This design comes from an exercise in tuning for small area on the open sky130 flow, not from production work. Function was checked by simulation only, so behaviour that the tests miss may differ from the original.

==> inputs of tundra <==
Design rds_group_decoder, start of the top module:
module rds_group_decoder (
    input  wire        clk,
    input  wire        rst,           
    input  wire [1:0]  mode,          
    input  wire [1:0]  corr,          
    input  wire [3:0]  loss_n,        
    input  wire        lock,          
    input  wire        bit_valid,
    input  wire        bit_in,
    output wire [1:0]  rds_sync,      
    output reg         rec_valid,
    output wire [15:0] rec_blk_a,
    output wire [15:0] rec_blk_b,
    output wire [15:0] rec_blk_c,
    output wire [15:0] rec_blk_d,
    output wire [7:0]  rec_bstat,
    output wire [5:0]  rec_flags,
    output wire [4:0]  rec_cbits,
    output wire [15:0] rec_pi_conf,
    output wire        sync_evt,
    output reg  [2:0]  sync_off,
    output reg         loss_evt,
    output wire        loss_cause,    
    output reg         pi_evt,
    output wire [15:0] pi_new
);
    localparam [9:0] OFS_A  = 10'h0FC;
    localparam [9:0] OFS_B  = 10'h198;
    localparam [9:0] OFS_C  = 10'h168;
    localparam [9:0] OFS_CP = 10'h350;
    localparam [9:0] OFS_D  = 10'h1B4;
    localparam [9:0] OFS_E  = 10'h000;
    localparam [9:0] X26    = 10'h0EE;    
    localparam [1:0] ST_OK    = 2'd0;
    localparam [1:0] ST_SMALL = 2'd1;
  ...
Settings: LEC_CHECK=0, ABC_AREA=1, CAP_MARGIN=0, CORE_MARGIN=2, CORE_UTILIZATION=40, CTS_BUF_LIST=sky130_fd_sc_hd__clkbuf_8, CTS_CLUSTER_SIZE=16, GPL_TIMING_DRIVEN=0, PLACE_DENSITY=0.6, SLEW_MARGIN=0; clock period 12.0 ns.
standard.sh (not shown) runs the stock make flow with config.mk's settings and CLKGATE_MAP_FILE= SYNTH_SCRIPT=/design/flow/synth_recipe.tcl, a recipe that flattens the netlist after the stock synthesis.
==> flow/flow/run.sh <==
#!/bin/bash
set -euo pipefail
here=$(pwd)
export AREA_ABC_SCRIPT="$here/flow/area.abc"
bash standard.sh SYNTH_SCRIPT="$here/flow/synth_area.tcl" \
    SYNTH_INSBUF=0 BUFFER_PORTS_ARGS="-buffer_cell sky130_fd_sc_hd__buf_1" finish > standard_flow.log 2>&1
==> flow/flow/area.abc <==
strash
&get -n
&deepsyn -T 60
&put
dch -f
amap
topo
==> flow/flow/synth_area.tcl <==
# The standard flow's synthesis script (synth_recipe.tcl), with the logic mapped for area:
# ABC runs flow/area.abc instead of ORFS's script, and adders are left to ABC
# rather than extracted as half and full adder cells. Registers, flattening
# and renaming are as in the standard flow's script.
proc synth {args} { yosys synth -nofsm -noshare {*}$args }
proc extract_fa {args} {}
proc abc {args} {
  set i [lsearch -exact $args -script]
  if { $i >= 0 } { lset args [expr {$i + 1}] $::env(AREA_ABC_SCRIPT) }
  yosys abc {*}$args
}
source $::env(SCRIPTS_DIR)/synth.tcl
# left out here: clear keep_hierarchy, flatten, clean up, hide names made inside functions, write 1_2_yosys.v
==> harbor: changes against tundra <==
==> flow/flow/run.sh (replaced) <==
#!/bin/bash
set -euo pipefail
here=$(pwd)
export AREA_ABC_SCRIPT="$here/flow/area.abc"
bash standard.sh SYNTH_SCRIPT="$here/flow/synth_area.tcl" \
    SYNTH_INSBUF=0 BUFFER_PORTS_ARGS="-buffer_cell sky130_fd_sc_hd__buf_1" \
    CTS_ARGS="-sink_clustering_enable -repair_clock_nets -sink_clustering_size 16 -buf_list sky130_fd_sc_hd__clkbuf_8 -root_buf sky130_fd_sc_hd__clkbuf_4 -dont_use_dummy_load" \
    finish > standard_flow.log 2>&1
==> ember: changes against tundra <==
==> flow/flow/run.sh (replaced) <==
#!/bin/bash
# The standard layout, with these changes:
#  - synthesis maps the logic with an area-oriented ABC script (flow/area.abc);
#    adders are left to ABC; registers, flattening and renaming are as in
#    the standard flow's own synthesis script (flow/synth_area.tcl);
#  - each input and output port gets the smallest buffer, buf_1;
#  - clock tree: buf_8 clock buffers for clusters of up to 16 registers, a
#    buf_4 at the root, and no dummy loads.
set -euo pipefail
here=$(pwd)
export AREA_ABC_SCRIPT="$here/flow/area.abc"
bash standard.sh SYNTH_SCRIPT="$here/flow/synth_area.tcl" \
    SYNTH_INSBUF=0 BUFFER_PORTS_ARGS="-buffer_cell sky130_fd_sc_hd__buf_1" \
    CTS_ARGS="-sink_clustering_enable -repair_clock_nets -sink_clustering_size 16 -buf_list sky130_fd_sc_hd__clkbuf_8 -root_buf sky130_fd_sc_hd__clkbuf_4 -dont_use_dummy_load" \
    finish > standard_flow.log 2>&1
==> indigo: changes against tundra <==
==> flow/flow/run.sh (replaced) <==
#!/bin/bash
set -euo pipefail
here=$(pwd)
export AREA_ABC_SCRIPT="$here/flow/area.abc"
bash standard.sh SYNTH_SCRIPT="$here/flow/synth_area.tcl" \
    SYNTH_INSBUF=0 BUFFER_PORTS_ARGS="-buffer_cell sky130_fd_sc_hd__buf_1" \
    CTS_ARGS="-sink_clustering_enable -repair_clock_nets -sink_clustering_size 32 -sink_clustering_max_diameter 120 -buf_list sky130_fd_sc_hd__clkbuf_16 -root_buf sky130_fd_sc_hd__clkbuf_8 -dont_use_dummy_load" \
    finish > standard_flow.log 2>&1
==> summary of the runs <==
- ember completed with no timing, DRC or antenna violations. indigo finished with timing, DRC and antenna clean. harbor passed the timing, DRC and antenna checks. tundra finished clean.
- Of harbor and tundra, tundra has the higher via count (gap 0.75%, measured against tundra).
- Core utilization is about the same in harbor and ember.
- Critical path depth is the same in indigo and tundra.
- The highest fmax belongs to ember, the lowest to harbor.
- In ember the die area is higher than in indigo, by 1.1%.
- Clock skew, highest first: harbor, ember, indigo, tundra.
- Register-to-register slack, highest first: harbor, indigo, tundra, ember.
- In clock-buffer cell count, indigo and ember do not differ.
- Between harbor and tundra, the lower synthesized cell count is in tundra (gap about 1.3%, measured against tundra).

## afterwards: timing with drivers on the ports
Ports are ideal in the flow. The routed layouts listed here were re-timed in OpenROAD. Step 1 (the two cells are an assumption about what drives the block):
set clk [get_ports {clk}]
set_driving_cell -lib_cell sky130_fd_sc_hd__clkbuf_16 $clk
set_driving_cell -lib_cell sky130_fd_sc_hd__buf_2 [delete_from_list [all_inputs] $clk]
Step 2, shift: input delay + t, output delay - t, t = (earliest + latest rising clock arrival at the registers) / 2. This alone moves slack from input paths to output paths. Slacks: ideal ports / drivers / drivers and shift; pairs: ideal ports / drivers.
| run | t, ns | slack for setup (ns) | worst data-port slew with drivers (ns) |
|---|---|---|---|
| tundra | 0.512 | 4.673 / 4.690 / 4.179 | 0.05 |
| harbor | 0.653 | 4.236 / 4.257 / 3.604 | 0.03 |
| ember | 0.662 | 4.845 / 4.798 / 4.517 | 0.03 |
| indigo | 0.587 | 4.793 / 4.811 / 4.223 | 0.05 |
After both steps every run listed still meets setup and hold. The setup slack of harbor, which loses most, moves by +0.021 ns with the drivers and by -0.632 ns with both steps.
